This design comes from an exercise in tuning for small area, a short achievable clock period and few clock cycles per item on the open sky130 flow, not from production work. Function was checked by simulation only, so behaviour that the tests miss may differ from the original.

==> flow/design.v (outline; a module is shown in full before it is edited, if it fits) <==
// module gx2: 3 lines
// module gxn2: 3 lines
// module kw_unwrap: 1845 lines
module kw_unwrap (
    input  wire         clk,
    input  wire         rst,
    input  wire         req_valid,
    output wire         req_ready,
    input  wire         req_kek,
    input  wire         req_long,
    input  wire [319:0] req_data,
    output wire         resp_valid,
    input  wire         resp_ready,
    output wire [255:0] resp_key,
    output wire         resp_ok
);
  // ...
==> flow/flow/run.sh <==
#!/bin/bash
set -euo pipefail
MARGIN=${MARGIN:-8}
bash standard.sh SETUP_SLACK_MARGIN=$MARGIN "BUFFER_PORTS_ARGS=-buffer_cell sky130_fd_sc_hd__buf_2" finish > make_finish.log 2>&1
==> flow/standard.sh <==
#!/bin/bash
# synth_recipe.tcl (not shown) runs the flow's synth.tcl, then flattens the netlist and writes it again
# the make line also repeats each setting of config.mk as NAME=value (left out here)
make -C /OpenROAD-flow-scripts/flow DESIGN_CONFIG=/design/flow/config.mk WORK_HOME=/design/flow/orfs CLKGATE_MAP_FILE= SYNTH_SCRIPT=/design/flow/synth_recipe.tcl "${@:-finish}"
==> flow/config.mk <==
export PLATFORM = sky130hd
export DESIGN_NAME = kw_unwrap
export DESIGN_NICKNAME = kw_unwrap
export VERILOG_FILES = /design/flow/design.v
export SDC_FILE = /design/flow/constraint.sdc
export NUM_CORES = 8
export LEC_CHECK = 0
export CAP_MARGIN = 40
export CELL_PAD_IN_SITES_DETAIL_PLACEMENT = 1
export CELL_PAD_IN_SITES_GLOBAL_PLACEMENT = 2
export CORE_MARGIN = 2
export CORE_UTILIZATION = 42
export CTS_CLUSTER_DIAMETER = 80
export CTS_CLUSTER_SIZE = 22
export PLACE_DENSITY = 0.62
export SLEW_MARGIN = 40
export SYNTH_HIERARCHICAL = 1
==> flow/constraint.sdc <==
create_clock -name core_clock -period 12.0 [get_ports {clk}]
set_input_delay 2.4000 -clock core_clock [delete_from_list [all_inputs] [get_ports {clk}]]
set_output_delay 2.4000 -clock core_clock [all_outputs]
set_load 0.01 [all_outputs]
==> run_results.csv, run 1 <==
group,metric,value,unit
outcome,outcome,"finished clean",
yosys,yosysMostFrequentCell,"xor2_1",
yosys,syn_area,156000,um^2
global_route,use_met3,10.0,%
finish,largestClassByArea,"multi-input combinational cells",
flow_run,cap_violations,0,
clocking,worst_skew_pair.late_latency,1.03,ns
die,dieArea,377000,um^2
global_route,grt_usage,40.2,%
yosys,ys_warn_count,17,
critical_path,cp_slowest_stage_delay,0.48,ns
yosys,synth_top_family_by_area,"XOR/XNOR gates",
sta,setup_slack,7.78,ns
yosys,yosys.area_share.xor_xnor,28.0,%
critical_path,critical_path_class,"reg2reg",
route,via_per_inst,5.68,
finish,multi_input_cells,10900,
route,drt-total-wl,788,mm
critical_path,path_cells,"buf_12, buf_16, mux2_2, xor2_1, xor2_1, xor2_1, xor2_2, xor2_2, xor2_2, xor2_2, xor2_1, xor2_2",
finish,clockBufferCount,284,
finish,reg.largest.list,"sb1: 288 flops, sb2: 288 flops",
route,dr_total_vias,122000,
finish,final_common_cell,"xor2_1",
clocking,cts.root.buffer_cell,"clkbuf_16",
finish,fill_cells,38700,
finish,buf_share,6.94,%
die,dieHeight,614,um
critical_path,timing.reg2reg.setup_slack,7.78,ns
sta,clock_skew,0.139,ns
sta,period_minus_slack,4.22,ns
global_route,grt.met1_usage,51.9,%
finish,multi_input_area,90400,um^2
route,routed.top_layer,"met5",
die,ios,585,
yosys,async_flop_share,0,%
global_route,grt-busiest-layer,"met2",
route,wl_met2,333,mm
sta,finalCritPeriodShare,35.2,%
Testbench counts, summed over its fixed seeds: cycles 34,862, items 256.
==> run 2: changes to the inputs <==
--- a/flow/design.v
+++ b/flow/design.v
@@ -30,19 +30,19 @@
     reg  [7:0]   k_rcon;     
     reg  [255:0] kwin;       
     reg  [255:0] klast;      
     reg  [127:0] rk0s;       
     reg  [71:0]  ks;         
     reg          sel1;       
     reg  [1:0]   sel3;       
     reg  [127:0] sa1;        
-    reg  [287:0] sb1;        
+    reg  [191:0] sb1;        
     reg  [127:0] sa2;        
-    reg  [287:0] sb2;        
+    reg  [191:0] sb2;        
     reg          v_q, kek_q, long_q;
     reg          rdy;        
     reg  [63:0]  x1 [0:3];
     reg  [63:0]  x2 [0:3];
     reg  [63:0]  x3 [0:3];
     reg  [63:0]  x4 [0:3];
     reg  [4:0]   tc [0:3];   
     reg  [2:0]   tag [0:3];  
@@ -328,573 +328,557 @@
     endgenerate
     wire [31:0]  sub_rot   = k_rot ? {sub_out[23:0], sub_out[31:24]} : sub_out;
     wire [31:0]  k_g       = k_id ? kw3 : (sub_rot ^ {k_rcon, 24'h0});
     wire [31:0]  k_new     = kw4 ^ k_g;
     wire [255:0] kfwd_next = {kwin[223:128], k_new, kwin[95:0], kw0};
     wire [255:0] kbwd_next = {k_new, kw5 ^ kw4, kw6 ^ kw5, kw7 ^ kw6, kwin[255:128]};
     wire [127:0] rk1 = sel1 ? kwin[255:128] : kwin[127:0];
     wire [127:0] rk3 = sel3[0] ? kwin[255:128] : sel3[1] ? kwin[127:0] : rk0s;
-    wire [287:0] sb1_next, sb2_next;
+    wire [191:0] sb1_next, sb2_next;
     wire [127:0] ark1, ark3, imc1, imc3;
     generate
         for (g = 0; g < 16; g = g + 1) begin : g_sa
             localparam integer ROW = g % 4;
             localparam integer COL = g / 4;
             localparam integer SRC = ROW + 4 * ((COL + 4 - ROW) % 4);
             if (1) begin : u_a0    
                 wire [7:0] a = sa1[127-8*SRC -: 8];
-                wire [17:0] p;
+                wire [11:0] q;
                 wire n1;
                 gx2 u1 (.a(a[1]), .b(a[2]), .y(n1));
                 wire n2;
-                gx2 u2 (.a(a[0]), .b(a[5]), .y(n2));
+                gx2 u2 (.a(a[4]), .b(a[6]), .y(n2));
                 wire n3;
-                gx2 u3 (.a(a[7]), .b(n1), .y(n3));
+                gx2 u3 (.a(a[0]), .b(a[5]), .y(n3));
                 wire n4;
-                gx2 u4 (.a(a[4]), .b(a[6]), .y(n4));
+                gx2 u4 (.a(a[0]), .b(a[3]), .y(n4));
                 wire n5;
-                gx2 u5 (.a(a[0]), .b(a[3]), .y(n5));
+                gx2 u5 (.a(a[7]), .b(n2), .y(n5));
                 wire n6;
-                gx2 u6 (.a(a[3]), .b(a[5]), .y(n6));
+                gx2 u6 (.a(a[0]), .b(a[4]), .y(n6));
                 wire n7;
-                gx2 u7 (.a(a[0]), .b(a[4]), .y(n7));
+                gx2 u7 (.a(a[3]), .b(a[5]), .y(n7));
                 wire n8;
-                gx2 u8 (.a(n2), .b(n4), .y(n8));
-                wire n9;
-                gx2 u9 (.a(a[4]), .b(n6), .y(n9));
+                gx2 u8 (.a(n1), .b(n3), .y(n8));
+                wire n9 = a[1] ^ n2;
                 wire n10;
-                gx2 u10 (.a(a[6]), .b(n5), .y(n10));
-                wire n11;
-                gx2 u11 (.a(a[2]), .b(a[5]), .y(n11));
+                gx2 u10 (.a(n2), .b(n3), .y(n10));
+                wire n11 = n1 ^ n4;
                 wire n12;
-                gx2 u12 (.a(a[0]), .b(a[7]), .y(n12));
-                wire n13;
-                gx2 u13 (.a(n3), .b(n8), .y(n13));
-                wire n14;
-                gx2 u14 (.a(n1), .b(n2), .y(n14));
+                gx2 u12 (.a(a[6]), .b(a[7]), .y(n12));
+                wire n13 = a[6] ^ n7;
+                wire n14 = a[6] ^ n4;
                 wire n15;
-                gx2 u15 (.a(a[4]), .b(n2), .y(n15));
-                wire n16;
-                gx2 u16 (.a(n3), .b(n15), .y(n16));
-                wire n36;
-                gxn2 u17 (.a(a[1]), .b(n2), .y(n36));
+                gx2 u15 (.a(a[2]), .b(a[5]), .y(n15));
+                wire n16 = a[0] ^ n5;
+                wire n17;
+                gx2 u17 (.a(a[4]), .b(n7), .y(n17));
                 wire n18;
-                gx2 u18 (.a(a[3]), .b(n4), .y(n18));
+                gx2 u18 (.a(a[1]), .b(n17), .y(n18));
                 wire n19;
-                gx2 u19 (.a(a[6]), .b(n6), .y(n19));
+                gx2 u19 (.a(a[1]), .b(a[7]), .y(n19));
                 wire n20;
-                gx2 u20 (.a(n1), .b(n7), .y(n20));
+                gx2 u20 (.a(n1), .b(n6), .y(n20));
                 wire n21;
-                gx2 u21 (.a(a[6]), .b(n14), .y(n21));
-                wire n42;
-                gxn2 u22 (.a(n3), .b(n10), .y(n42));
+                gx2 u21 (.a(a[1]), .b(n6), .y(n21));
+                wire n22;
+                gx2 u22 (.a(a[3]), .b(n1), .y(n22));
                 wire n23;
-                gx2 u23 (.a(a[1]), .b(n12), .y(n23));
-                wire n24;
-                gx2 u24 (.a(n4), .b(n12), .y(n24));
+                gx2 u23 (.a(n5), .b(n8), .y(n23));
+                wire n24 = n1 ^ n12;
                 wire n25;
-                gx2 u25 (.a(a[1]), .b(n7), .y(n25));
-                wire n26;
-                gx2 u26 (.a(a[7]), .b(n11), .y(n26));
+                gx2 u25 (.a(a[6]), .b(n8), .y(n25));
+                wire n35;
+                gxn2 u26 (.a(a[4]), .b(n15), .y(n35));
                 wire n27;
-                gx2 u27 (.a(a[6]), .b(n3), .y(n27));
+                gx2 u27 (.a(n5), .b(n22), .y(n27));
                 wire n28;
-                gx2 u28 (.a(n1), .b(n5), .y(n28));
+                gx2 u28 (.a(a[0]), .b(n19), .y(n28));
                 wire n29;
-                gx2 u29 (.a(a[1]), .b(n9), .y(n29));
-                wire n30;
-                gx2 u30 (.a(a[6]), .b(n26), .y(n30));
-                wire n31;
-                gx2 u31 (.a(n3), .b(n18), .y(n31));
-                wire n32;
-                gx2 u32 (.a(a[1]), .b(n4), .y(n32));
-                wire n38;
-                gxn2 u33 (.a(a[4]), .b(n11), .y(n38));
-                wire n34 = ~n7;
-                wire n35 = ~n1;
-                wire n37 = ~a[1];
-                wire n39 = ~n14;
-                wire n40 = ~n16;
-                wire n41 = ~n9;
-                wire n43 = ~n5;
-                wire n44 = ~n8;
-                wire n45 = ~n9;
-                wire n46 = ~n16;
-                wire n47 = ~a[6];
-                wire n48 = n20 & n24;
-                wire n49 = n34 & n31;
-                wire n50 = n35 & n28;
-                wire n51 = n36 & n32;
-                wire n52 = n37 & n29;
-                wire n53 = n2 & n19;
-                wire n54 = n38 & n23;
-                wire n55 = n25 & n30;
-                wire n56 = n39 & n21;
+                gx2 u29 (.a(n12), .b(n15), .y(n29));
+                wire n33;
+                gxn2 u30 (.a(a[1]), .b(n3), .y(n33));
+                wire n31 = ~n1;
+                wire n32 = ~n6;
+                wire n34 = ~a[1];
+                wire n36 = ~n8;
+                wire n37 = ~a[6];
+                wire n38 = ~n10;
+                wire n39 = ~n10;
+                wire n40 = ~n4;
+                wire n41 = n20 & n16;
+                wire n42 = n31 & n11;
+                wire n43 = n32 & n27;
+                wire n44 = n33 & n9;
+                wire n45 = n3 & n13;
+                wire n46 = n34 & n18;
+                wire n47 = n35 & n28;
+                wire n48 = n36 & n25;
+                wire n49 = n21 & n29;
+                wire n50;
+                gx2 u40 (.a(n45), .b(n46), .y(n50));
+                wire n51;
+                gx2 u41 (.a(n44), .b(n45), .y(n51));
+                wire n52;
+                gx2 u42 (.a(n43), .b(n51), .y(n52));
+                wire n53;
+                gx2 u43 (.a(n41), .b(n37), .y(n53));
+                wire n54;
+                gx2 u44 (.a(n38), .b(n51), .y(n54));
+                wire n55;
+                gx2 u45 (.a(n52), .b(n53), .y(n55));
+                wire n56;
+                gx2 u46 (.a(n42), .b(n23), .y(n56));
                 wire n57;
-                gx2 u43 (.a(n52), .b(n55), .y(n57));
+                gx2 u47 (.a(n47), .b(n48), .y(n57));
                 wire n58;
-                gx2 u44 (.a(n50), .b(n52), .y(n58));
+                gx2 u48 (.a(n49), .b(n14), .y(n58));
                 wire n59;
-                gx2 u45 (.a(n53), .b(n13), .y(n59));
+                gx2 u49 (.a(n41), .b(n56), .y(n59));
                 wire n60;
-                gx2 u46 (.a(n51), .b(n54), .y(n60));
+                gx2 u50 (.a(n54), .b(n57), .y(n60));
                 wire n61;
-                gx2 u47 (.a(n53), .b(n10), .y(n61));
+                gx2 u51 (.a(n50), .b(n59), .y(n61));
                 wire n62;
-                gx2 u48 (.a(n41), .b(n60), .y(n62));
+                gx2 u52 (.a(n48), .b(n58), .y(n62));
                 wire n63;
-                gx2 u49 (.a(n48), .b(n59), .y(n63));
-                wire n64;
-                gx2 u50 (.a(n58), .b(n63), .y(n64));
-                wire n65;
-                gx2 u51 (.a(n51), .b(n40), .y(n65));
-                wire n66;
-                gx2 u52 (.a(n56), .b(n61), .y(n66));
-                wire n67;
-                gx2 u53 (.a(n57), .b(n66), .y(n67));
-                wire n68;
-                gx2 u54 (.a(n49), .b(n65), .y(n68));
-                wire n69;
-                gx2 u55 (.a(n57), .b(n62), .y(n69));
-                wire n70;
-                gx2 u56 (.a(n58), .b(n68), .y(n70));
+                gx2 u53 (.a(n50), .b(n62), .y(n63));
                 reg [3:0] e;
                 always @(*) begin
-                    case ({n67, n69, n64, n70})
+                    case ({n63, n60, n61, n55})
                         4'd0: e = 4'd0;
                         4'd1: e = 4'd1;
                         4'd2: e = 4'd3;
                         4'd3: e = 4'd2;
-                        4'd4: e = 4'd15;
-                        4'd5: e = 4'd12;
-                        4'd6: e = 4'd9;
-                        4'd7: e = 4'd11;
-                        4'd8: e = 4'd10;
-                        4'd9: e = 4'd6;
-                        4'd10: e = 4'd8;
-                        4'd11: e = 4'd7;
-                        4'd12: e = 4'd5;
-                        4'd13: e = 4'd14;
-                        4'd14: e = 4'd13;
-                        4'd15: e = 4'd4;
+                        4'd4: e = 4'd10;
+                        4'd5: e = 4'd8;
+                        4'd6: e = 4'd14;
+                        4'd7: e = 4'd13;
+                        4'd8: e = 4'd5;
+                        4'd9: e = 4'd11;
+                        4'd10: e = 4'd4;
+                        4'd11: e = 4'd9;
+                        4'd12: e = 4'd15;
+                        4'd13: e = 4'd7;
+                        4'd14: e = 4'd6;
+                        4'd15: e = 4'd12;
                         default: e = 4'd0;
                     endcase
                 end
-                wire n71;
-                gx2 u57 (.a(e[2]), .b(e[3]), .y(n71));
-                wire n72;
-                gx2 u58 (.a(e[0]), .b(e[1]), .y(n72));
-                wire n73;
-                gx2 u59 (.a(n71), .b(n72), .y(n73));
-                wire n74;
-                gx2 u60 (.a(e[1]), .b(e[3]), .y(n74));
-                wire n75;
-                gx2 u61 (.a(e[0]), .b(e[2]), .y(n75));
-                wire n76 = n27 & e[3];
-                wire n77 = n42 & e[2];
-                wire n78 = n43 & n71;
-                wire n79 = n44 & e[1];
-                wire n80 = n45 & e[0];
-                wire n81 = n10 & n72;
-                wire n82 = n46 & n74;
-                wire n83 = n13 & n75;
-                wire n84 = n47 & n73;
-                wire n85 = n24 & e[3];
-                wire n86 = n31 & e[2];
-                wire n87 = n28 & n71;
-                wire n88 = n32 & e[1];
-                wire n89 = n29 & e[0];
-                wire n90 = n19 & n72;
-                wire n91 = n23 & n74;
-                wire n92 = n30 & n75;
-                wire n93 = n21 & n73;
-                assign p[0] = n76;
-                assign p[1] = n77;
-                assign p[2] = n78;
-                assign p[3] = n79;
-                assign p[4] = n80;
-                assign p[5] = n81;
-                assign p[6] = n82;
-                assign p[7] = n83;
-                assign p[8] = n84;
-                assign p[9] = n85;
-                assign p[10] = n86;
-                assign p[11] = n87;
-                assign p[12] = n88;
-                assign p[13] = n89;
-                assign p[14] = n90;
-                assign p[15] = n91;
-                assign p[16] = n92;
-                assign p[17] = n93;
-                assign sb1_next[287-18*g -: 18] = p;
+                assign q[8] = n14;
+                assign q[9] = n39;
+                assign q[10] = n40;
+                assign q[11] = n24;
+                assign q[4] = n13;
+                assign q[5] = n9;
+                assign q[6] = n11;
+                assign q[7] = n16;
+                assign q[3:0] = e;
+                assign sb1_next[191-12*g -: 12] = q;
             end
             if (1) begin : u_a2    
                 wire [7:0] a = sa2[127-8*SRC -: 8];
-                wire [17:0] p;
+                wire [11:0] q;
                 wire n1;
                 gx2 u1 (.a(a[1]), .b(a[2]), .y(n1));
                 wire n2;
-                gx2 u2 (.a(a[0]), .b(a[5]), .y(n2));
+                gx2 u2 (.a(a[4]), .b(a[6]), .y(n2));
                 wire n3;
-                gx2 u3 (.a(a[7]), .b(n1), .y(n3));
+                gx2 u3 (.a(a[0]), .b(a[5]), .y(n3));
                 wire n4;
-                gx2 u4 (.a(a[4]), .b(a[6]), .y(n4));
+                gx2 u4 (.a(a[0]), .b(a[3]), .y(n4));
                 wire n5;
-                gx2 u5 (.a(a[0]), .b(a[3]), .y(n5));
+                gx2 u5 (.a(a[7]), .b(n2), .y(n5));
                 wire n6;
-                gx2 u6 (.a(a[3]), .b(a[5]), .y(n6));
+                gx2 u6 (.a(a[0]), .b(a[4]), .y(n6));
                 wire n7;
-                gx2 u7 (.a(a[0]), .b(a[4]), .y(n7));
+                gx2 u7 (.a(a[3]), .b(a[5]), .y(n7));
                 wire n8;
-                gx2 u8 (.a(n2), .b(n4), .y(n8));
-                wire n9;
-                gx2 u9 (.a(a[4]), .b(n6), .y(n9));
+                gx2 u8 (.a(n1), .b(n3), .y(n8));
+                wire n9 = a[1] ^ n2;
                 wire n10;
-                gx2 u10 (.a(a[6]), .b(n5), .y(n10));
-                wire n11;
-                gx2 u11 (.a(a[2]), .b(a[5]), .y(n11));
+                gx2 u10 (.a(n2), .b(n3), .y(n10));
+                wire n11 = n1 ^ n4;
                 wire n12;
-                gx2 u12 (.a(a[0]), .b(a[7]), .y(n12));
-                wire n13;
-                gx2 u13 (.a(n3), .b(n8), .y(n13));
-                wire n14;
-                gx2 u14 (.a(n1), .b(n2), .y(n14));
+                gx2 u12 (.a(a[6]), .b(a[7]), .y(n12));
+                wire n13 = a[6] ^ n7;
+                wire n14 = a[6] ^ n4;
                 wire n15;
-                gx2 u15 (.a(a[4]), .b(n2), .y(n15));
-                wire n16;
-                gx2 u16 (.a(n3), .b(n15), .y(n16));
-                wire n36;
-                gxn2 u17 (.a(a[1]), .b(n2), .y(n36));
+                gx2 u15 (.a(a[2]), .b(a[5]), .y(n15));
+                wire n16 = a[0] ^ n5;
+                wire n17;
+                gx2 u17 (.a(a[4]), .b(n7), .y(n17));
                 wire n18;
-                gx2 u18 (.a(a[3]), .b(n4), .y(n18));
+                gx2 u18 (.a(a[1]), .b(n17), .y(n18));
                 wire n19;
-                gx2 u19 (.a(a[6]), .b(n6), .y(n19));
+                gx2 u19 (.a(a[1]), .b(a[7]), .y(n19));
                 wire n20;
-                gx2 u20 (.a(n1), .b(n7), .y(n20));
+                gx2 u20 (.a(n1), .b(n6), .y(n20));
                 wire n21;
-                gx2 u21 (.a(a[6]), .b(n14), .y(n21));
-                wire n42;
-                gxn2 u22 (.a(n3), .b(n10), .y(n42));
+                gx2 u21 (.a(a[1]), .b(n6), .y(n21));
+                wire n22;
+                gx2 u22 (.a(a[3]), .b(n1), .y(n22));
                 wire n23;
-                gx2 u23 (.a(a[1]), .b(n12), .y(n23));
-                wire n24;
-                gx2 u24 (.a(n4), .b(n12), .y(n24));
+                gx2 u23 (.a(n5), .b(n8), .y(n23));
+                wire n24 = n1 ^ n12;
                 wire n25;
-                gx2 u25 (.a(a[1]), .b(n7), .y(n25));
-                wire n26;
-                gx2 u26 (.a(a[7]), .b(n11), .y(n26));
+                gx2 u25 (.a(a[6]), .b(n8), .y(n25));
+                wire n35;
+                gxn2 u26 (.a(a[4]), .b(n15), .y(n35));
                 wire n27;
-                gx2 u27 (.a(a[6]), .b(n3), .y(n27));
+                gx2 u27 (.a(n5), .b(n22), .y(n27));
                 wire n28;
-                gx2 u28 (.a(n1), .b(n5), .y(n28));
+                gx2 u28 (.a(a[0]), .b(n19), .y(n28));
                 wire n29;
-                gx2 u29 (.a(a[1]), .b(n9), .y(n29));
-                wire n30;
-                gx2 u30 (.a(a[6]), .b(n26), .y(n30));
-                wire n31;
-                gx2 u31 (.a(n3), .b(n18), .y(n31));
-                wire n32;
-                gx2 u32 (.a(a[1]), .b(n4), .y(n32));
-                wire n38;
-                gxn2 u33 (.a(a[4]), .b(n11), .y(n38));
-                wire n34 = ~n7;
-                wire n35 = ~n1;
-                wire n37 = ~a[1];
-                wire n39 = ~n14;
-                wire n40 = ~n16;
-                wire n41 = ~n9;
-                wire n43 = ~n5;
-                wire n44 = ~n8;
-                wire n45 = ~n9;
-                wire n46 = ~n16;
-                wire n47 = ~a[6];
-                wire n48 = n20 & n24;
-                wire n49 = n34 & n31;
-                wire n50 = n35 & n28;
-                wire n51 = n36 & n32;
-                wire n52 = n37 & n29;
-                wire n53 = n2 & n19;
-                wire n54 = n38 & n23;
-                wire n55 = n25 & n30;
-                wire n56 = n39 & n21;
+                gx2 u29 (.a(n12), .b(n15), .y(n29));
+                wire n33;
+                gxn2 u30 (.a(a[1]), .b(n3), .y(n33));
+                wire n31 = ~n1;
+                wire n32 = ~n6;
+                wire n34 = ~a[1];
+                wire n36 = ~n8;
+                wire n37 = ~a[6];
+                wire n38 = ~n10;
+                wire n39 = ~n10;
+                wire n40 = ~n4;
+                wire n41 = n20 & n16;
+                wire n42 = n31 & n11;
+                wire n43 = n32 & n27;
+                wire n44 = n33 & n9;
+                wire n45 = n3 & n13;
+                wire n46 = n34 & n18;
+                wire n47 = n35 & n28;
+                wire n48 = n36 & n25;
+                wire n49 = n21 & n29;
+                wire n50;
+                gx2 u40 (.a(n45), .b(n46), .y(n50));
+                wire n51;
+                gx2 u41 (.a(n44), .b(n45), .y(n51));
+                wire n52;
+                gx2 u42 (.a(n43), .b(n51), .y(n52));
+                wire n53;
+                gx2 u43 (.a(n41), .b(n37), .y(n53));
+                wire n54;
+                gx2 u44 (.a(n38), .b(n51), .y(n54));
+                wire n55;
+                gx2 u45 (.a(n52), .b(n53), .y(n55));
+                wire n56;
+                gx2 u46 (.a(n42), .b(n23), .y(n56));
                 wire n57;
-                gx2 u43 (.a(n52), .b(n55), .y(n57));
+                gx2 u47 (.a(n47), .b(n48), .y(n57));
                 wire n58;
-                gx2 u44 (.a(n50), .b(n52), .y(n58));
+                gx2 u48 (.a(n49), .b(n14), .y(n58));
                 wire n59;
-                gx2 u45 (.a(n53), .b(n13), .y(n59));
+                gx2 u49 (.a(n41), .b(n56), .y(n59));
                 wire n60;
-                gx2 u46 (.a(n51), .b(n54), .y(n60));
+                gx2 u50 (.a(n54), .b(n57), .y(n60));
                 wire n61;
-                gx2 u47 (.a(n53), .b(n10), .y(n61));
+                gx2 u51 (.a(n50), .b(n59), .y(n61));
                 wire n62;
-                gx2 u48 (.a(n41), .b(n60), .y(n62));
+                gx2 u52 (.a(n48), .b(n58), .y(n62));
                 wire n63;
-                gx2 u49 (.a(n48), .b(n59), .y(n63));
-                wire n64;
-                gx2 u50 (.a(n58), .b(n63), .y(n64));
-                wire n65;
-                gx2 u51 (.a(n51), .b(n40), .y(n65));
-                wire n66;
-                gx2 u52 (.a(n56), .b(n61), .y(n66));
-                wire n67;
-                gx2 u53 (.a(n57), .b(n66), .y(n67));
-                wire n68;
-                gx2 u54 (.a(n49), .b(n65), .y(n68));
-                wire n69;
-                gx2 u55 (.a(n57), .b(n62), .y(n69));
-                wire n70;
-                gx2 u56 (.a(n58), .b(n68), .y(n70));
+                gx2 u53 (.a(n50), .b(n62), .y(n63));
                 reg [3:0] e;
                 always @(*) begin
-                    case ({n67, n69, n64, n70})
+                    case ({n63, n60, n61, n55})
                         4'd0: e = 4'd0;
                         4'd1: e = 4'd1;
                         4'd2: e = 4'd3;
                         4'd3: e = 4'd2;
-                        4'd4: e = 4'd15;
-                        4'd5: e = 4'd12;
-                        4'd6: e = 4'd9;
-                        4'd7: e = 4'd11;
-                        4'd8: e = 4'd10;
-                        4'd9: e = 4'd6;
-                        4'd10: e = 4'd8;
-                        4'd11: e = 4'd7;
-                        4'd12: e = 4'd5;
-                        4'd13: e = 4'd14;
-                        4'd14: e = 4'd13;
-                        4'd15: e = 4'd4;
+                        4'd4: e = 4'd10;
+                        4'd5: e = 4'd8;
+                        4'd6: e = 4'd14;
+                        4'd7: e = 4'd13;
+                        4'd8: e = 4'd5;
+                        4'd9: e = 4'd11;
+                        4'd10: e = 4'd4;
+                        4'd11: e = 4'd9;
+                        4'd12: e = 4'd15;
+                        4'd13: e = 4'd7;
+                        4'd14: e = 4'd6;
+                        4'd15: e = 4'd12;
                         default: e = 4'd0;
                     endcase
                 end
-                wire n71;
-                gx2 u57 (.a(e[2]), .b(e[3]), .y(n71));
-                wire n72;
-                gx2 u58 (.a(e[0]), .b(e[1]), .y(n72));
-                wire n73;
-                gx2 u59 (.a(n71), .b(n72), .y(n73));
-                wire n74;
-                gx2 u60 (.a(e[1]), .b(e[3]), .y(n74));
-                wire n75;
-                gx2 u61 (.a(e[0]), .b(e[2]), .y(n75));
-                wire n76 = n27 & e[3];
-                wire n77 = n42 & e[2];
-                wire n78 = n43 & n71;
-                wire n79 = n44 & e[1];
-                wire n80 = n45 & e[0];
-                wire n81 = n10 & n72;
-                wire n82 = n46 & n74;
-                wire n83 = n13 & n75;
-                wire n84 = n47 & n73;
-                wire n85 = n24 & e[3];
-                wire n86 = n31 & e[2];
-                wire n87 = n28 & n71;
-                wire n88 = n32 & e[1];
-                wire n89 = n29 & e[0];
-                wire n90 = n19 & n72;
-                wire n91 = n23 & n74;
-                wire n92 = n30 & n75;
-                wire n93 = n21 & n73;
-                assign p[0] = n76;
-                assign p[1] = n77;
-                assign p[2] = n78;
-                assign p[3] = n79;
-                assign p[4] = n80;
-                assign p[5] = n81;
-                assign p[6] = n82;
-                assign p[7] = n83;
-                assign p[8] = n84;
-                assign p[9] = n85;
-                assign p[10] = n86;
-                assign p[11] = n87;
-                assign p[12] = n88;
-                assign p[13] = n89;
-                assign p[14] = n90;
-                assign p[15] = n91;
-                assign p[16] = n92;
-                assign p[17] = n93;
-                assign sb2_next[287-18*g -: 18] = p;
+                assign q[8] = n14;
+                assign q[9] = n39;
+                assign q[10] = n40;
+                assign q[11] = n24;
+                assign q[4] = n13;
+                assign q[5] = n9;
+                assign q[6] = n11;
+                assign q[7] = n16;
+                assign q[3:0] = e;
+                assign sb2_next[191-12*g -: 12] = q;
             end
         end
         for (g = 0; g < 16; g = g + 1) begin : g_sb
             if (1) begin : u_b1    
-                wire [17:0] p = sb1[287-18*g -: 18];
+                wire [11:0] q = sb1[191-12*g -: 12];
                 wire [7:0] k = rk1[127-8*g -: 8];
                 wire [7:0] y;
                 wire m1;
-                gx2 u80 (.a(p[9]), .b(p[11]), .y(m1));
+                gx2 u54 (.a(q[10]), .b(q[11]), .y(m1));
                 wire m2;
-                gx2 u81 (.a(p[0]), .b(p[2]), .y(m2));
+                gx2 u55 (.a(q[8]), .b(q[9]), .y(m2));
                 wire m3;
-                gx2 u82 (.a(p[12]), .b(p[15]), .y(m3));
+                gx2 u56 (.a(m1), .b(m2), .y(m3));
                 wire m4;
-                gx2 u83 (.a(m1), .b(m2), .y(m4));
+                gx2 u57 (.a(q[9]), .b(q[11]), .y(m4));
                 wire m5;
-                gx2 u84 (.a(p[14]), .b(m4), .y(m5));
+                gx2 u58 (.a(q[8]), .b(q[10]), .y(m5));
                 wire m6;
-                gx2 u85 (.a(p[13]), .b(m3), .y(m6));
+                gx2 u59 (.a(q[6]), .b(q[7]), .y(m6));
                 wire m7;
-                gx2 u86 (.a(p[7]), .b(p[8]), .y(m7));
+                gx2 u60 (.a(q[4]), .b(q[5]), .y(m7));
                 wire m8;
-                gx2 u87 (.a(p[1]), .b(p[3]), .y(m8));
+                gx2 u61 (.a(m6), .b(m7), .y(m8));
                 wire m9;
-                gx2 u88 (.a(p[17]), .b(m6), .y(m9));
+                gx2 u62 (.a(q[5]), .b(q[7]), .y(m9));
                 wire m10;
-                gx2 u89 (.a(p[4]), .b(p[16]), .y(m10));
+                gx2 u63 (.a(q[4]), .b(q[6]), .y(m10));
                 wire m11;
-                gx2 u90 (.a(p[4]), .b(k[7]), .y(m11));
+                gx2 u64 (.a(q[2]), .b(q[3]), .y(m11));
                 wire m12;
-                gx2 u91 (.a(p[6]), .b(p[8]), .y(m12));
+                gx2 u65 (.a(q[0]), .b(q[1]), .y(m12));
                 wire m13;
-                gx2 u92 (.a(p[10]), .b(m2), .y(m13));
+                gx2 u66 (.a(m11), .b(m12), .y(m13));
                 wire m14;
-                gx2 u93 (.a(m7), .b(m13), .y(m14));
+                gx2 u67 (.a(q[1]), .b(q[3]), .y(m14));
                 wire m15;
-                gx2 u94 (.a(m10), .b(m12), .y(m15));
-                wire m16;
-                gx2 u95 (.a(m6), .b(m8), .y(m16));
-                wire m17;
-                gx2 u96 (.a(p[5]), .b(k[1]), .y(m17));
-                wire m18;
-                gx2 u97 (.a(p[5]), .b(m11), .y(m18));
-                wire m19;
-                gx2 u98 (.a(p[13]), .b(m7), .y(m19));
-                wire m20;
-                gx2 u99 (.a(p[2]), .b(m10), .y(m20));
-                wire m21;
-                gx2 u100 (.a(p[13]), .b(m18), .y(m21));
-                wire m22;
-                gx2 u101 (.a(k[6]), .b(m20), .y(m22));
-                wire m23 = m16 ^ m22;
-                wire m24;
-                gx2 u103 (.a(p[16]), .b(k[0]), .y(m24));
-                wire m25;
-                gx2 u104 (.a(p[3]), .b(k[4]), .y(m25));
-                wire m26;
-                gx2 u105 (.a(m3), .b(m25), .y(m26));
-                wire m27;
-                gx2 u106 (.a(k[2]), .b(m7), .y(m27));
-                wire m28;
-                gx2 u107 (.a(p[15]), .b(m24), .y(m28));
-                wire m29;
-                gx2 u108 (.a(p[0]), .b(m17), .y(m29));
-                wire m30;
-                gx2 u109 (.a(k[5]), .b(m19), .y(m30));
-                wire m31;
-                gx2 u110 (.a(m15), .b(m26), .y(m31));
-                wire m32;
-                gx2 u111 (.a(k[3]), .b(m1), .y(m32));
-                wire m33;
-                gx2 u112 (.a(m4), .b(m27), .y(m33));
-                wire m34 = m5 ^ m21;
-                wire m35 = m5 ^ m31;
-                wire m36 = m9 ^ m32;
-                wire m37 = m9 ^ m33;
-                wire m38 = m5 ^ m30;
-                wire m39 = m8 ^ m29;
+                gx2 u68 (.a(q[0]), .b(q[2]), .y(m15));
+                wire m16 = q[11] & q[3];
+                wire m17 = q[10] & q[2];
+                wire m18 = m1 & m11;
+                wire m19 = q[9] & q[1];
+                wire m20 = q[8] & q[0];
+                wire m21 = m2 & m12;
+                wire m22 = m4 & m14;
+                wire m23 = m5 & m15;
+                wire m24 = m3 & m13;
+                wire m25 = q[7] & q[3];
+                wire m26 = q[6] & q[2];
+                wire m27 = m6 & m11;
+                wire m28 = q[5] & q[1];
+                wire m29 = q[4] & q[0];
+                wire m30 = m7 & m12;
+                wire m31 = m9 & m14;
+                wire m32 = m10 & m15;
+                wire m33 = m8 & m13;
+                wire m34;
+                gx2 u87 (.a(m25), .b(m26), .y(m34));
+                wire m35;
+                gx2 u88 (.a(m16), .b(m17), .y(m35));
+                wire m36;
+                gx2 u89 (.a(m30), .b(m34), .y(m36));
+                wire m37;
+                gx2 u90 (.a(m28), .b(m31), .y(m37));
+                wire m38;
+                gx2 u91 (.a(m23), .b(m35), .y(m38));
+                wire m39;
+                gx2 u92 (.a(m24), .b(m38), .y(m39));
                 wire m40;
-                gx2 u119 (.a(p[11]), .b(m28), .y(m40));
-                wire m41 = m14 ^ m40;
-                assign y[0] = m41;
-                assign y[1] = m39;
-                assign y[2] = m37;
-                assign y[3] = m36;
-                assign y[4] = m35;
-                assign y[5] = m38;
-                assign y[6] = m23;
-                assign y[7] = m34;
+                gx2 u93 (.a(m19), .b(m37), .y(m40));
+                wire m41;
+                gx2 u94 (.a(m21), .b(m33), .y(m41));
+                wire m42;
+                gx2 u95 (.a(m32), .b(m36), .y(m42));
+                wire m43;
+                gx2 u96 (.a(m37), .b(m42), .y(m43));
+                wire m44;
+                gx2 u97 (.a(m29), .b(m36), .y(m44));
+                wire m45;
+                gx2 u98 (.a(m40), .b(m41), .y(m45));
+                wire m46;
+                gx2 u99 (.a(m22), .b(m34), .y(m46));
+                wire m47;
+                gx2 u100 (.a(m31), .b(m39), .y(m47));
+                wire m48;
+                gx2 u101 (.a(m20), .b(m21), .y(m48));
+                wire m49;
+                gx2 u102 (.a(m30), .b(k[6]), .y(m49));
+                wire m50;
+                gx2 u103 (.a(m33), .b(k[0]), .y(m50));
+                wire m51;
+                gx2 u104 (.a(k[7]), .b(m44), .y(m51));
+                wire m52;
+                gx2 u105 (.a(m18), .b(m20), .y(m52));
+                wire m53;
+                gx2 u106 (.a(m19), .b(m52), .y(m53));
+                wire m54;
+                gx2 u107 (.a(k[4]), .b(m38), .y(m54));
+                wire m55;
+                gx2 u108 (.a(k[1]), .b(m53), .y(m55));
+                wire m56;
+                gx2 u109 (.a(m39), .b(m44), .y(m56));
+                wire m57 = k[5] ^ m56;
+                wire m58;
+                gx2 u111 (.a(m17), .b(m49), .y(m58));
+                wire m59 = m16 ^ m55;
+                wire m60;
+                gx2 u113 (.a(m18), .b(m58), .y(m60));
+                wire m61;
+                gx2 u114 (.a(k[2]), .b(m39), .y(m61));
+                wire m62;
+                gx2 u115 (.a(m35), .b(m48), .y(m62));
+                wire m63 = m45 ^ m60;
+                wire m64;
+                gx2 u117 (.a(m29), .b(m46), .y(m64));
+                wire m65;
+                gx2 u118 (.a(m26), .b(m27), .y(m65));
+                wire m66;
+                gx2 u119 (.a(m50), .b(m65), .y(m66));
+                wire m67;
+                gx2 u120 (.a(m54), .b(m64), .y(m67));
+                wire m68 = m45 ^ m67;
+                wire m69 = m51 ^ m62;
+                wire m70 = k[3] ^ m43;
+                wire m71 = m47 ^ m66;
+                wire m72 = m43 ^ m61;
+                assign y[0] = m71;
+                assign y[1] = m59;
+                assign y[2] = m72;
+                assign y[3] = m70;
+                assign y[4] = m68;
+                assign y[5] = m57;
+                assign y[6] = m63;
+                assign y[7] = m69;
                 assign ark1[127-8*g -: 8] = y;
             end
             if (1) begin : u_b3    
-                wire [17:0] p = sb2[287-18*g -: 18];
+                wire [11:0] q = sb2[191-12*g -: 12];
                 wire [7:0] k = rk3[127-8*g -: 8];
                 wire [7:0] y;
                 wire m1;
-                gx2 u80 (.a(p[9]), .b(p[11]), .y(m1));
+                gx2 u54 (.a(q[10]), .b(q[11]), .y(m1));
                 wire m2;
-                gx2 u81 (.a(p[0]), .b(p[2]), .y(m2));
+                gx2 u55 (.a(q[8]), .b(q[9]), .y(m2));
                 wire m3;
-                gx2 u82 (.a(p[12]), .b(p[15]), .y(m3));
+                gx2 u56 (.a(m1), .b(m2), .y(m3));
                 wire m4;
-                gx2 u83 (.a(m1), .b(m2), .y(m4));
+                gx2 u57 (.a(q[9]), .b(q[11]), .y(m4));
                 wire m5;
-                gx2 u84 (.a(p[14]), .b(m4), .y(m5));
+                gx2 u58 (.a(q[8]), .b(q[10]), .y(m5));
                 wire m6;
-                gx2 u85 (.a(p[13]), .b(m3), .y(m6));
+                gx2 u59 (.a(q[6]), .b(q[7]), .y(m6));
                 wire m7;
-                gx2 u86 (.a(p[7]), .b(p[8]), .y(m7));
+                gx2 u60 (.a(q[4]), .b(q[5]), .y(m7));
                 wire m8;
-                gx2 u87 (.a(p[1]), .b(p[3]), .y(m8));
+                gx2 u61 (.a(m6), .b(m7), .y(m8));
                 wire m9;
-                gx2 u88 (.a(p[17]), .b(m6), .y(m9));
+                gx2 u62 (.a(q[5]), .b(q[7]), .y(m9));
                 wire m10;
-                gx2 u89 (.a(p[4]), .b(p[16]), .y(m10));
+                gx2 u63 (.a(q[4]), .b(q[6]), .y(m10));
                 wire m11;
-                gx2 u90 (.a(p[4]), .b(k[7]), .y(m11));
+                gx2 u64 (.a(q[2]), .b(q[3]), .y(m11));
                 wire m12;
-                gx2 u91 (.a(p[6]), .b(p[8]), .y(m12));
+                gx2 u65 (.a(q[0]), .b(q[1]), .y(m12));
                 wire m13;
-                gx2 u92 (.a(p[10]), .b(m2), .y(m13));
+                gx2 u66 (.a(m11), .b(m12), .y(m13));
                 wire m14;
-                gx2 u93 (.a(m7), .b(m13), .y(m14));
+                gx2 u67 (.a(q[1]), .b(q[3]), .y(m14));
                 wire m15;
-                gx2 u94 (.a(m10), .b(m12), .y(m15));
-                wire m16;
-                gx2 u95 (.a(m6), .b(m8), .y(m16));
-                wire m17;
-                gx2 u96 (.a(p[5]), .b(k[1]), .y(m17));
-                wire m18;
-                gx2 u97 (.a(p[5]), .b(m11), .y(m18));
-                wire m19;
-                gx2 u98 (.a(p[13]), .b(m7), .y(m19));
-                wire m20;
-                gx2 u99 (.a(p[2]), .b(m10), .y(m20));
-                wire m21;
-                gx2 u100 (.a(p[13]), .b(m18), .y(m21));
-                wire m22;
-                gx2 u101 (.a(k[6]), .b(m20), .y(m22));
-                wire m23 = m16 ^ m22;
-                wire m24;
-                gx2 u103 (.a(p[16]), .b(k[0]), .y(m24));
-                wire m25;
-                gx2 u104 (.a(p[3]), .b(k[4]), .y(m25));
-                wire m26;
-                gx2 u105 (.a(m3), .b(m25), .y(m26));
-                wire m27;
-                gx2 u106 (.a(k[2]), .b(m7), .y(m27));
-                wire m28;
-                gx2 u107 (.a(p[15]), .b(m24), .y(m28));
-                wire m29;
-                gx2 u108 (.a(p[0]), .b(m17), .y(m29));
-                wire m30;
-                gx2 u109 (.a(k[5]), .b(m19), .y(m30));
-                wire m31;
-                gx2 u110 (.a(m15), .b(m26), .y(m31));
-                wire m32;
-                gx2 u111 (.a(k[3]), .b(m1), .y(m32));
-                wire m33;
-                gx2 u112 (.a(m4), .b(m27), .y(m33));
-                wire m34 = m5 ^ m21;
-                wire m35 = m5 ^ m31;
-                wire m36 = m9 ^ m32;
-                wire m37 = m9 ^ m33;
-                wire m38 = m5 ^ m30;
-                wire m39 = m8 ^ m29;
+                gx2 u68 (.a(q[0]), .b(q[2]), .y(m15));
+                wire m16 = q[11] & q[3];
+                wire m17 = q[10] & q[2];
+                wire m18 = m1 & m11;
+                wire m19 = q[9] & q[1];
+                wire m20 = q[8] & q[0];
+                wire m21 = m2 & m12;
+                wire m22 = m4 & m14;
+                wire m23 = m5 & m15;
+                wire m24 = m3 & m13;
+                wire m25 = q[7] & q[3];
+                wire m26 = q[6] & q[2];
+                wire m27 = m6 & m11;
+                wire m28 = q[5] & q[1];
+                wire m29 = q[4] & q[0];
+                wire m30 = m7 & m12;
+                wire m31 = m9 & m14;
+                wire m32 = m10 & m15;
+                wire m33 = m8 & m13;
+                wire m34;
+                gx2 u87 (.a(m25), .b(m26), .y(m34));
+                wire m35;
+                gx2 u88 (.a(m16), .b(m17), .y(m35));
+                wire m36;
+                gx2 u89 (.a(m30), .b(m34), .y(m36));
+                wire m37;
+                gx2 u90 (.a(m28), .b(m31), .y(m37));
+                wire m38;
+                gx2 u91 (.a(m23), .b(m35), .y(m38));
+                wire m39;
+                gx2 u92 (.a(m24), .b(m38), .y(m39));
                 wire m40;
-                gx2 u119 (.a(p[11]), .b(m28), .y(m40));
-                wire m41 = m14 ^ m40;
-                assign y[0] = m41;
-                assign y[1] = m39;
-                assign y[2] = m37;
-                assign y[3] = m36;
-                assign y[4] = m35;
-                assign y[5] = m38;
-                assign y[6] = m23;
-                assign y[7] = m34;
+                gx2 u93 (.a(m19), .b(m37), .y(m40));
+                wire m41;
+                gx2 u94 (.a(m21), .b(m33), .y(m41));
+                wire m42;
+                gx2 u95 (.a(m32), .b(m36), .y(m42));
+                wire m43;
+                gx2 u96 (.a(m37), .b(m42), .y(m43));
+                wire m44;
+                gx2 u97 (.a(m29), .b(m36), .y(m44));
+                wire m45;
+                gx2 u98 (.a(m40), .b(m41), .y(m45));
+                wire m46;
+                gx2 u99 (.a(m22), .b(m34), .y(m46));
+                wire m47;
+                gx2 u100 (.a(m31), .b(m39), .y(m47));
+                wire m48;
+                gx2 u101 (.a(m20), .b(m21), .y(m48));
+                wire m49;
+                gx2 u102 (.a(m30), .b(k[6]), .y(m49));
+                wire m50;
+                gx2 u103 (.a(m33), .b(k[0]), .y(m50));
+                wire m51;
+                gx2 u104 (.a(k[7]), .b(m44), .y(m51));
+                wire m52;
+                gx2 u105 (.a(m18), .b(m20), .y(m52));
+                wire m53;
+                gx2 u106 (.a(m19), .b(m52), .y(m53));
+                wire m54;
+                gx2 u107 (.a(k[4]), .b(m38), .y(m54));
+                wire m55;
+                gx2 u108 (.a(k[1]), .b(m53), .y(m55));
+                wire m56;
+                gx2 u109 (.a(m39), .b(m44), .y(m56));
+                wire m57 = k[5] ^ m56;
+                wire m58;
+                gx2 u111 (.a(m17), .b(m49), .y(m58));
+                wire m59 = m16 ^ m55;
+                wire m60;
+                gx2 u113 (.a(m18), .b(m58), .y(m60));
+                wire m61;
+                gx2 u114 (.a(k[2]), .b(m39), .y(m61));
+                wire m62;
+                gx2 u115 (.a(m35), .b(m48), .y(m62));
+                wire m63 = m45 ^ m60;
+                wire m64;
+                gx2 u117 (.a(m29), .b(m46), .y(m64));
+                wire m65;
+                gx2 u118 (.a(m26), .b(m27), .y(m65));
+                wire m66;
+                gx2 u119 (.a(m50), .b(m65), .y(m66));
+                wire m67;
+                gx2 u120 (.a(m54), .b(m64), .y(m67));
+                wire m68 = m45 ^ m67;
+                wire m69 = m51 ^ m62;
+                wire m70 = k[3] ^ m43;
+                wire m71 = m47 ^ m66;
+                wire m72 = m43 ^ m61;
+                assign y[0] = m71;
+                assign y[1] = m59;
+                assign y[2] = m72;
+                assign y[3] = m70;
+                assign y[4] = m68;
+                assign y[5] = m57;
+                assign y[6] = m63;
+                assign y[7] = m69;
                 assign ark3[127-8*g -: 8] = y;
             end
         end
         for (g = 0; g < 4; g = g + 1) begin : g_imc
             if (1) begin : u_imc1    
                 wire [31:0] a = ark1[127-32*g -: 32];
                 wire [31:0] y;
                 wire v0;
==> flow/flow/run.sh (replaced) <==
#!/bin/bash
set -euo pipefail
MARGIN=${MARGIN:-7.8}
bash standard.sh SETUP_SLACK_MARGIN=$MARGIN "BUFFER_PORTS_ARGS=-buffer_cell sky130_fd_sc_hd__buf_2" finish > make_finish.log 2>&1
==> flow/config.mk (replaced) <==
export PLATFORM = sky130hd
export DESIGN_NAME = kw_unwrap
export DESIGN_NICKNAME = kw_unwrap
export VERILOG_FILES = /design/flow/design.v
export SDC_FILE = /design/flow/constraint.sdc
export NUM_CORES = 8
export LEC_CHECK = 0
export CAP_MARGIN = 40
export CELL_PAD_IN_SITES_DETAIL_PLACEMENT = 1
export CELL_PAD_IN_SITES_GLOBAL_PLACEMENT = 2
export CORE_MARGIN = 2
export CORE_UTILIZATION = 36
export CTS_CLUSTER_DIAMETER = 80
export CTS_CLUSTER_SIZE = 22
export PLACE_DENSITY = 0.56
export SLEW_MARGIN = 40
export SYNTH_HIERARCHICAL = 1
==> run 2 against run 1 <==
Final area decreased by 4.9%. Clock-buffer cell count increased by 5. Critical path type unchanged. Synthesized cell count decreased by 1.3%. Maximum frequency decreased by 1.7%.
==> run_results.csv, run 2 <==
group,metric,value,unit
yosys,synth_top_family_by_area,"XOR/XNOR gates",
critical_path,reg2regPathDepth,10,
placed_design,placed_area,165000,um^2
clocking,cts.sinks,2985,
global_route,grt_first_pass_wirelength,1010,mm
critical_path,endpoint,"sa1[61]$_DFF_P_",
worst_hold_path,min_path_type,"reg2reg",
finish,final_cell_mix,"4091 x xor2_1, 1796 x dfxtp_1, 1162 x edfxtp_1, 993 x nand2_1, 818 x and2_1",
clocking,cts.root.buffer_cell,"clkbuf_16",
die,dieHeight,656,um
yosys,synthTopCellsByCount,"4756 x xor2_1, 1823 x dfxtp_1, 1162 x edfxtp_1",
route,drt-total-wl,768,mm
global_route,grt_usage,34.3,%
clocking,cts_tree,"yes",
global_route,antenna_found_initial,113,
yosys,yosys.area_share.xor_xnor,29.3,%
sta,finalMaxSlewViolations,0,
global_route,grt_max_degree,179,
route,drt-initial-drc-count,11400,
critical_path,reg2reg_to,"sa1[61]$_DFF_P_",
finish,final_common_cell,"xor2_1",
critical_path,required,12.91,ns
sta,finalCritPeriodShare,35.8,%
yosys,synth-simple-area-share,9.39,%
critical_path,path_max_fanout,113,
sta,clock_skew,0.143,ns
sta,rsz0062_at_grt,"true",
global_route,grt_overflow_total,0,
sta,tightest_slew,1.09,ns
clocking,numCtsBuffers,205,
die,dieArea,431000,um^2
placed_design,place_congestion,0.963,
critical_path,critical_path_class,"reg2reg",
critical_path,cp_data_arrival_time,5.20,ns
die,rows,239,
yosys,yosysSeqAreaShare,46.6,%
sta,final-setup-viol-count,0,
critical_path,cp-end-kind,"flop",
sta,hold_violations,0,
finish,fin_area,185000,um^2
finish,post-route-util,43.6,%
route,ant_nets,0,
route,route.detailed.drc,0,
route,via_per_inst,5.30,
finish,fin_nets,16200,
yosys,async_flop_share,0,%
yosys,synthTopCellsByArea,"xor2_1 27%, dfxtp_1 24%, edfxtp_1 23%",
finish,drive_gt1_share,17.9,%
route,dr_total_vias,115000,
placed_design,port_buffers,584,
yosys,postSynthCellCount,14700,
die,core_area,424000,um^2
yosys,ys_dominant_reg_cell,"dfxtp_1",
yosys,ys_warn_count,145,
placed_design,dp_hpwl,604,mm
die,die_w,656,um
yosys,synth-edff-count,1162,
finish,syn2layout_area_growth,20.5,%
die,ios,585,
sta,timing.fmax,0.233,GHz
yosys,synth_cell_types,81,
yosys,syn_area,153000,um^2
yosys,synth_compound_area_share,7.90,%
flow_run,cap_violations,0,
die,initial_utilization,36.2,%
yosys,yosysMostFrequentCell,"xor2_1",
yosys,yosys.area.top_type,"xor2_1",
finish,fill_cells,45700,
global_route,grt_pass1_vias,116000,
yosys,yosys_register_bits,2985,
outcome,outcome,"finished clean",
critical_path,cp-startpoint,"u[0]$_DFF_P_",
critical_path,timing.reg2reg.setup_slack,7.71,ns
clocking,path_clk_slew,0.09,ns
yosys,syn_nets,15100,
sta,period_minus_slack,4.29,ns
sta,slew_headroom,27.2,%
clocking,worst_skew_pair.late_latency,1.08,ns
clocking,cts_max_level,4,
yosys,yosys.area_share.adder,1.01,%
yosys,muxShareOfSynthArea,3.46,%
route,drt-pass1-iter-count,5,
yosys,synth.avg_cell_area,10.4,um^2
critical_path,rr_startpoint,"u[0]$_DFF_P_",
yosys,yosys.area.top_type_share,27.2,%
clocking,clockBufferDepth,4,
clocking,cts_hold_buf,0,
route,routedWlPerCell,35.5,um
critical_path,cp-start-kind,"flop",
==> run 2: changes by cell type after synthesis, moves of 95 or more <==
cell | previous run | this run
xor2_1 | 4603 | 4756
and2_1 | 728 | 838
inv_1 | 289 | 408
dfxtp_1 | 2015 | 1823
nor2b_1 | 331 | 194
nand2_1 | 1101 | 1006
==> run 2: routing by layer <==
layer | track usage (%) | routed length, um | share of wire, %
met2 | 54.0 | 344000 | 45
met1 | 45.3 | 325000 | 42
met5 | 0 | 201 | 0.026
met4 | 17.7 | 48600 | 6.3
met3 | 5.52 | 50000 | 6.5
==> run 2: per-module statistics from Yosys, one instance, submodules excluded <==
module	cells	flip-flops and latches
gx2	1	0
gxn2	1	0
kw_unwrap	10600	2985
==> run 2: how the worst min path moves through the flow <==
stage	startpoint	to	slack [ns]	cells after the start
after floorplan	lng[0]$_DFF_P_	lng[1]$_DFF_P_	0.31	0
after global placement	x3[0][59]$_DFF_P_	x3[1][59]$_DFF_P_	0.31	0
after detailed placement	x2[1][37]$_DFF_P_	x2[2][37]$_DFF_P_	0.31	0
after CTS	x1[2][54]$_DFF_P_	x1[3][54]$_DFF_P_	0.31	0
after global routing	x3[1][40]$_DFF_P_	x3[2][40]$_DFF_P_	0.31	0
final	x1[2][54]$_DFF_P_	x1[3][54]$_DFF_P_	0.32	0
==> run 2: per-stage QoR <==
| step | hold WS [ns] | TNS [ns] | instances | setup slack [ns] |
|---|---|---|---|---|
| finish | 0.321 | 0 | 21600 | 7.71 |
| CTS | 0.305 | 0 | 21300 | 7.74 |
| detailed placement | 0.313 | 0 | 20700 | 5.57 |
| global placement | 0.310 | 0 | 20700 | 5.41 |
| floorplan | 0.310 | -413.82 | 14700 | -1.59 |
| global route | 0.312 | 0 | 21600 | 7.64 |
==> run 2: cell families after synthesis <==
kind of cell               after synthesis
muxes                                  467
buffers and inverters                  932
adders and majority gates              124
xor gates and xnor gates              5115
and+or+nand+nor                       2966
DFF                                   2985
AOI/OAI and AO/OA                     2090
==> run 2: timing repair <==
action                                  4_1_cts  5_1_grt
resized for setup                           661      511
pin swaps                                   129      171
gates cloned                                  8        2
setup buffers                               204      235
endpoints found under the setup margin      691      452
==> run 2: layout make-up <==
type,count,area (um^2),share of cell area [%]
Clock buffer,289,5670,3.07
Sequential cell,2985,71400,38.7
Inverter,409,1630,0.881
Multi-Input combinational cell,10800,86800,47.0
Timing Repair Buffer,1383,10600,5.76
Clock inverter,93,1180,0.642
Tap cell,5663,7090,3.84
Antenna cell,51,128,0.0692
==> run 2: critical path, stage by stage, from the launching register on <==
cell and delay, ns:
dfxtp_2 0.38, inv_2 0.13, ha_4 0.14, nor2b_2 0.04, o31ai_4 0.50, nand4_4 0.54, buf_16 0.44, a211oi_1 0.75
a21oi_1 0.20, xnor2_2 0.56, o21ai_0 0.18
Testbench counts of run 2, summed over its fixed seeds: cycles 34,862, items 256.
==> run 3: changes to the inputs <==
==> flow/flow/run.sh (replaced) <==
#!/bin/bash
set -euo pipefail
MARGIN=${MARGIN:-7.6}
bash standard.sh SETUP_SLACK_MARGIN=$MARGIN "BUFFER_PORTS_ARGS=-buffer_cell sky130_fd_sc_hd__buf_2" finish > make_finish.log 2>&1
==> run 3 against run 2 <==
Die area unchanged. Clock skew increased by 0.0022 ns. Largest cell class unchanged. Setup slack got worse by 0.19 ns. Maximum frequency decreased by 4.3%. Non-clock buffer count decreased by 227. Critical path depth increased by 6. Sequential share of layout area increased by 1.1 points. Register-to-register slack got worse by 0.19 ns.
==> run_results.csv, run 3 <==
group,metric,value,unit
yosys,synth_compound_area_share,7.90,%
clocking,worst_skew_pair.late_latency,1.08,ns
placed_design,port_buffers,584,
placed_design,dp_hpwl,604,mm
yosys,synth-edff-count,1162,
finish,register_area,71400,um^2
route,drt-pass1-iter-count,6,
finish,post-route-util,42.3,%
clocking,clockBufferDepth,4,
sta,final-setup-viol-count,0,
die,initial_utilization,36.2,%
yosys,yosys_register_bits,2985,
yosys,async_flop_share,0,%
yosys,synth.avg_cell_area,10.4,um^2
global_route,antenna_found_initial,113,
yosys,synth_top_family_by_area,"XOR/XNOR gates",
die,dieHeight,656,um
route,route.detailed.drc,0,
yosys,postSynthCellCount,14700,
clocking,numCtsBuffers,205,
critical_path,required,12.81,ns
route,drt-total-wl,759,mm
sta,timing.fmax,0.223,GHz
sta,hold_violations,0,
route,dr_total_vias,114000,
global_route,grt_usage,34.0,%
die,rows,239,
worst_hold_path,min_path_type,"reg2reg",
yosys,syn_area,153000,um^2
die,dieArea,431000,um^2
critical_path,cp-end-kind,"flop",
clocking,cts_tree,"yes",
yosys,yosys.area.top_type_share,27.2,%
die,ios,585,
finish,fill_cells,46000,
yosys,synthTopCellsByArea,"xor2_1 27%, dfxtp_1 24%, edfxtp_1 23%",
yosys,yosysMostFrequentCell,"xor2_1",
yosys,synthTopCellsByCount,"4756 x xor2_1, 1823 x dfxtp_1, 1162 x edfxtp_1",
yosys,yosys.area_share.adder,1.01,%
yosys,yosys.area_share.xor_xnor,29.3,%
yosys,muxShareOfSynthArea,3.46,%
die,core_area,424000,um^2
clocking,cts_max_level,4,
critical_path,cp_data_arrival_time,5.29,ns
sta,rsz0062_at_grt,"true",
critical_path,critical_path_class,"reg2reg",
route,ant_nets,0,
sta,finalCritPeriodShare,37.4,%
yosys,yosysSeqAreaShare,46.6,%
critical_path,path_max_fanout,14,
sta,tightest_slew,1.08,ns
clocking,cts.root.buffer_cell,"clkbuf_16",
finish,syn2layout_area_growth,17.0,%
route,routedWlPerCell,35.5,um
yosys,synth_cell_types,81,
yosys,synth-simple-area-share,9.39,%
finish,final_common_cell,"xor2_1",
placed_design,place_congestion,0.963,
yosys,yosys.area.top_type,"xor2_1",
yosys,ys_dominant_reg_cell,"dfxtp_1",
finish,final_cell_mix,"4286 x xor2_1, 1804 x dfxtp_1, 1162 x edfxtp_1, 993 x nand2_1, 828 x and2_1",
global_route,grt_pass1_vias,115000,
sta,clock_skew,0.145,ns
clocking,path_clk_slew,0.09,ns
route,via_per_inst,5.30,
finish,multi_input_area,83800,um^2
global_route,grt_max_degree,179,
sta,slew_headroom,28.1,%
global_route,grt_first_pass_wirelength,1010,mm
global_route,grt_overflow_total,0,
finish,fin_nets,16000,
route,drt-initial-drc-count,11800,
critical_path,cp-start-kind,"flop",
sta,finalMaxSlewViolations,0,
yosys,syn_nets,15100,
finish,drive_gt1_share,15.0,%
outcome,outcome,"finished clean",
clocking,cts.sinks,2985,
flow_run,cap_violations,0,
die,die_w,656,um
yosys,ys_warn_count,145,
sta,period_minus_slack,4.48,ns
-- run 3: final cells by class --
| cell class | count | share of cell area, % |
|---|---|---|
| multi-input combinational | 10800 | 46.8 |
| sequential | 2985 | 39.8 |
| timing repair buffer | 1156 | 4.64 |
| tap | 5663 | 3.95 |
| clock buffer | 289 | 3.16 |
| inverter | 409 | 0.892 |
| clock inverter | 93 | 0.661 |
| antenna | 59 | 0.0824 |
-- run 3: what timing repair did --
action / in CTS / in global routing
hold endpoints to repair: 0 / 0
resized for setup: 409 / 302
hold buffers: 0 / 0
pin swaps: 59 / 63
endpoints found under the setup margin: 439 / 311
setup buffers: 106 / 107
cloned: 3 / 2
-- run 3: final timing paths --
| kind | to | startpoint | slack [ns] | depth (start not counted) |
|---|---|---|---|---|
| setup / recovery | sa1[41]$_DFF_P_ | sel3[1]$_SDFF_PP0_ | 7.52 | 16 |
| hold / removal | x3[2][40]$_DFF_P_ | x3[1][40]$_DFF_P_ | 0.32 | 0 |
| setup reg to reg | sa1[41]$_DFF_P_ | sel3[1]$_SDFF_PP0_ | 7.52 | 16 |
| hold reg to reg | x3[2][40]$_DFF_P_ | x3[1][40]$_DFF_P_ | 0.32 | 0 |
-- run 3: critical path: stages (launching register included) --
cell,delay [ns]
dfxtp_4,0.47
buf_12,0.16
buf_16,0.17
mux2i_1,0.09
o21ai_1,0.30
xor2_1,0.25
xor2_1,0.20
xor2_1,0.13
xnor2_2,0.40
clkinvlp_4,0.27
xor2_2,0.33
xor2_2,0.37
xor2_1,0.24
xor2_1,0.21
xor2_1,0.18
nand2_1,0.13
o21ai_1,0.31
-- run 3: kinds of logic (layout without fill, tap and decap cells) --
| kind of cell | Yosys count | in the layout |
|---|---|---|
| simple gates | 2966 | 2966 |
| mux | 467 | 467 |
| flops | 2985 | 2985 |
| xor+xnor | 5115 | 5115 |
| compound gates | 2090 | 2090 |
| other cells | 0 | 59 |
| fa+ha+maj | 124 | 124 |
| buf+inv | 932 | 1947 |
-- run 3: per-stage QoR --
| step | instances | cell area, um^2 | hold WS [ns] | setup TNS [ns] | setup slack (ns) |
|---|---|---|---|---|---|
| floorplan | 14700 | 153000 | 0.310 | -413.82 | -1.59 |
| global placement | 20700 | 164000 | 0.310 | 0 | 5.41 |
| detailed placement | 20700 | 165000 | 0.313 | 0 | 5.57 |
| CTS | 21200 | 176000 | 0.305 | 0 | 7.52 |
| global route | 21400 | 179000 | 0.315 | 0 | 7.46 |
| finish | 21400 | 179000 | 0.320 | 0 | 7.52 |
-- run 3: Yosys stat by module (local to each module, per instance) --
module / cell area (um^2) / flip-flops and latches / times used / cells
gx2: 8.76 / 0 / 4060 / 1
gxn2: 8.76 / 0 / 64 / 1
kw_unwrap: 117000 / 2985 / 1 / 10600
-- run 3: routing by layer --
| layer | global-route usage [%] | vias up | share of wire [%] |
|---|---|---|---|
| li1 | - | 49800 | - |
| met1 | 45.0 | 58500 | 42 |
| met2 | 53.5 | 4125 | 45 |
| met3 | 5.17 | 988 | 6.5 |
| met4 | 17.8 | 40 | 6.1 |
| met5 | 0 | - | 0.031 |
==> run 4: changes to the inputs <==
==> flow/flow/run.sh (replaced) <==
#!/bin/bash
set -euo pipefail
MARGIN=${MARGIN:-7.9}
bash standard.sh SETUP_SLACK_MARGIN=$MARGIN "BUFFER_PORTS_ARGS=-buffer_cell sky130_fd_sc_hd__buf_2" finish > make_finish.log 2>&1
==> run 4 against run 3 <==
Critical endpoint is now sa1[90]$_DFF_P_. Die area is the same. Global-route usage increased by 0.49 points. Still clean on timing, DRC and antenna. Final area grew 4.8%.
==> run_results.csv, run 4 <==
group,metric,value,unit
outcome,outcome,"finished clean",
yosys,syn_area,153000,um^2
clocking,numCtsBuffers,205,
yosys,yosys.area.top_type,"xor2_1",
yosys,synthTopCellsByCount,"4756 x xor2_1, 1823 x dfxtp_1, 1162 x edfxtp_1",
route,route.detailed.drc,0,
die,ios,585,
critical_path,required,12.79,ns
critical_path,cp-end-kind,"flop",
placed_design,place_congestion,0.963,
yosys,syn_nets,15100,
route,drt-pass1-iter-count,5,
global_route,grt_max_degree,179,
sta,whs,0.317,ns
finish,final_common_cell,"xor2_1",
yosys,postSynthCellCount,14700,
die,dieHeight,656,um
yosys,synth.avg_cell_area,10.4,um^2
sta,finalCritPeriodShare,35.7,%
clocking,cts_tree,"yes",
die,dieArea,431000,um^2
route,routed.top_layer,"met5",
clocking,worst_skew_pair.late_latency,1.05,ns
die,rows,239,
sta,timing.fmax,0.233,GHz
finish,post-route-util,44.3,%
critical_path,cp-startpoint,"gst[1]$_DFF_P_",
route,ant_nets,0,
yosys,yosysMostFrequentCell,"xor2_1",
yosys,synth-edff-count,1162,
placed_design,port_buffers,584,
sta,setup_slack,7.72,ns
critical_path,rr_startpoint,"gst[1]$_DFF_P_",
sta,final-setup-viol-count,0,
sta,hold_violations,0,
yosys,ys_warn_count,145,
finish,syn2layout_area_growth,22.7,%
sta,period_minus_slack,4.28,ns
global_route,grt_first_pass_wirelength,1020,mm
yosys,yosys.area.top_type_share,27.2,%
sta,tightest_slew,1.05,ns
route,drt-initial-drc-count,11900,
global_route,grt_pass1_vias,116000,
critical_path,critical_path_class,"reg2reg",
critical_path,cp_data_arrival_time,5.08,ns
yosys,async_flop_share,0,%
sta,rsz0062_at_grt,"true",
clocking,cts.sinks,2985,
clocking,cts_max_level,4,
sta,clock_skew,0.149,ns
worst_hold_path,min_path_type,"reg2reg",
die,core_area,424000,um^2
critical_path,cp-start-kind,"flop",
route,wl_met1,324,mm
critical_path,path_max_fanout,38,
finish,final_cell_mix,"3961 x xor2_1, 1792 x dfxtp_1, 1162 x edfxtp_1, 991 x nand2_1, 805 x and2_1",
worst_hold_path,hold_start,"x1[2][54]$_DFF_P_",
yosys,yosys_register_bits,2985,
clocking,path_clk_slew,0.09,ns
route,dr_total_vias,115000,
sta,finalMaxSlewViolations,0,
route,drt-total-wl,774,mm
yosys,yosysSeqAreaShare,46.6,%
yosys,synthTopCellsByArea,"xor2_1 27%, dfxtp_1 24%, edfxtp_1 23%",
route,wl_met3,53.5,mm
placed_design,pre_cts_slack,5.57,ns
finish,drive_gt1_share,19.7,%
finish,fill_cells,45500,
global_route,grt_usage,34.5,%
## run 4: path summary, 6_finish.rpt
path	endpoint	slack, ns	cells after the start
worst min-delay path	x1[3][54]$_DFF_P_	0.32	0
worst min register to register	x1[3][54]$_DFF_P_	0.32	0
worst max register to register	sa1[90]$_DFF_P_	7.72	7
worst max-delay path	sa1[90]$_DFF_P_	7.72	7
## run 4: worst max-delay path, cell delays in order (launching register included)
cell     delay [ns]
dfxtp_1        0.46
or2_2          0.51
nor2_4         0.39
and4_4         0.88
buf_6          0.51
mux2i_1        0.56
xor2_1         0.41
o21ai_0        0.14
## run 4: per-layer routing
metal | GRT usage (%) | vias to the layer above
met1 | 45.3 | 59700
met3 | 6.00 | 1109
met2 | 54.0 | 4306
met5 | 0 | -
li1 | - | 50300
met4 | 18.6 | 44
## run 4: stage by stage
stage                     instances  setup TNS [ns]  area (um^2)
after floorplan               14700         -413.82       153000
after global placement        20700               0       164000
after detailed placement      20700               0       165000
after CTS                     21400               0       181000
after global routing          21700               0       188000
final                         21800               0       188000
## run 4: logic make-up after synthesis
kind of cell    after synthesis  synth area share, %
simple gates               2966                 9.39
flops                      2985                 46.6
xor+xnor                   5115                 29.3
compound gates             2090                 7.90
buf+inv                     932                 2.38
mux                         467                 3.46
fa+ha+maj                   124                 1.01
## run 4: repair_timing
item,in CTS,in global routing
endpoints found under the hold margin,0,0
endpoints found under the setup margin,803,450
pin swaps,166,267
gates resized for setup,852,643
hold buffers,0,0
cloned,11,5
buffers inserted,268,311
## run 4: area by class of cell
type                            count  area, um^2  area share (%)
Inverter                          409        1640           0.873
Sequential cell                  2985       71400            38.0
Multi-Input combinational cell  10800       88500            47.1
Tap cell                         5663        7090            3.77
Clock buffer                      289        5670            3.02
Clock inverter                     93        1180           0.631
Antenna cell                       47         118          0.0626
Timing Repair Buffer             1530       12300            6.55
## run 4: Yosys stat by module, one instance, submodules excluded
module     flops+latches  times used  cells inside  cell area [um^2]
gx2                    0        4060             1              8.76
gxn2                   0          64             1              8.76
kw_unwrap           2985           1         10600            117000

afterwards: timing with drivers on the ports:
In the flow no input, the clock included, has a driving cell. The finished layouts below were timed again as built, in two steps.
Step 1: set_driving_cell puts a clkbuf_16 on clk and a buf_2 on each other input, an assumption about the parent block.
Step 2 times the ports against the registers' clock, not the clock port: input delays grow and output delays shrink by t, the midpoint of the rising clock arrivals with the driver on.
Slacks: no drivers / after step 1 / after step 2; pairs: no drivers / after step 1.
run | shift t [ns] | setup slack, ns | clock arrival spread, ns
run 1 | 1.080 | 7.782 / 7.755 / 7.061 | 0.143 / 0.142
run 2 | 1.110 | 7.709 / 7.709 / 6.862 | 0.143 / 0.143
run 3 | 1.109 | 7.516 / 7.516 / 6.817 | 0.145 / 0.145
run 4 | 1.091 | 7.716 / 7.716 / 6.948 | 0.149 / 0.148
After both steps every run listed still meets setup and hold. The setup slack of run 2, which loses most, moves by 0.000 ns with the drivers and by -0.847 ns with both steps.
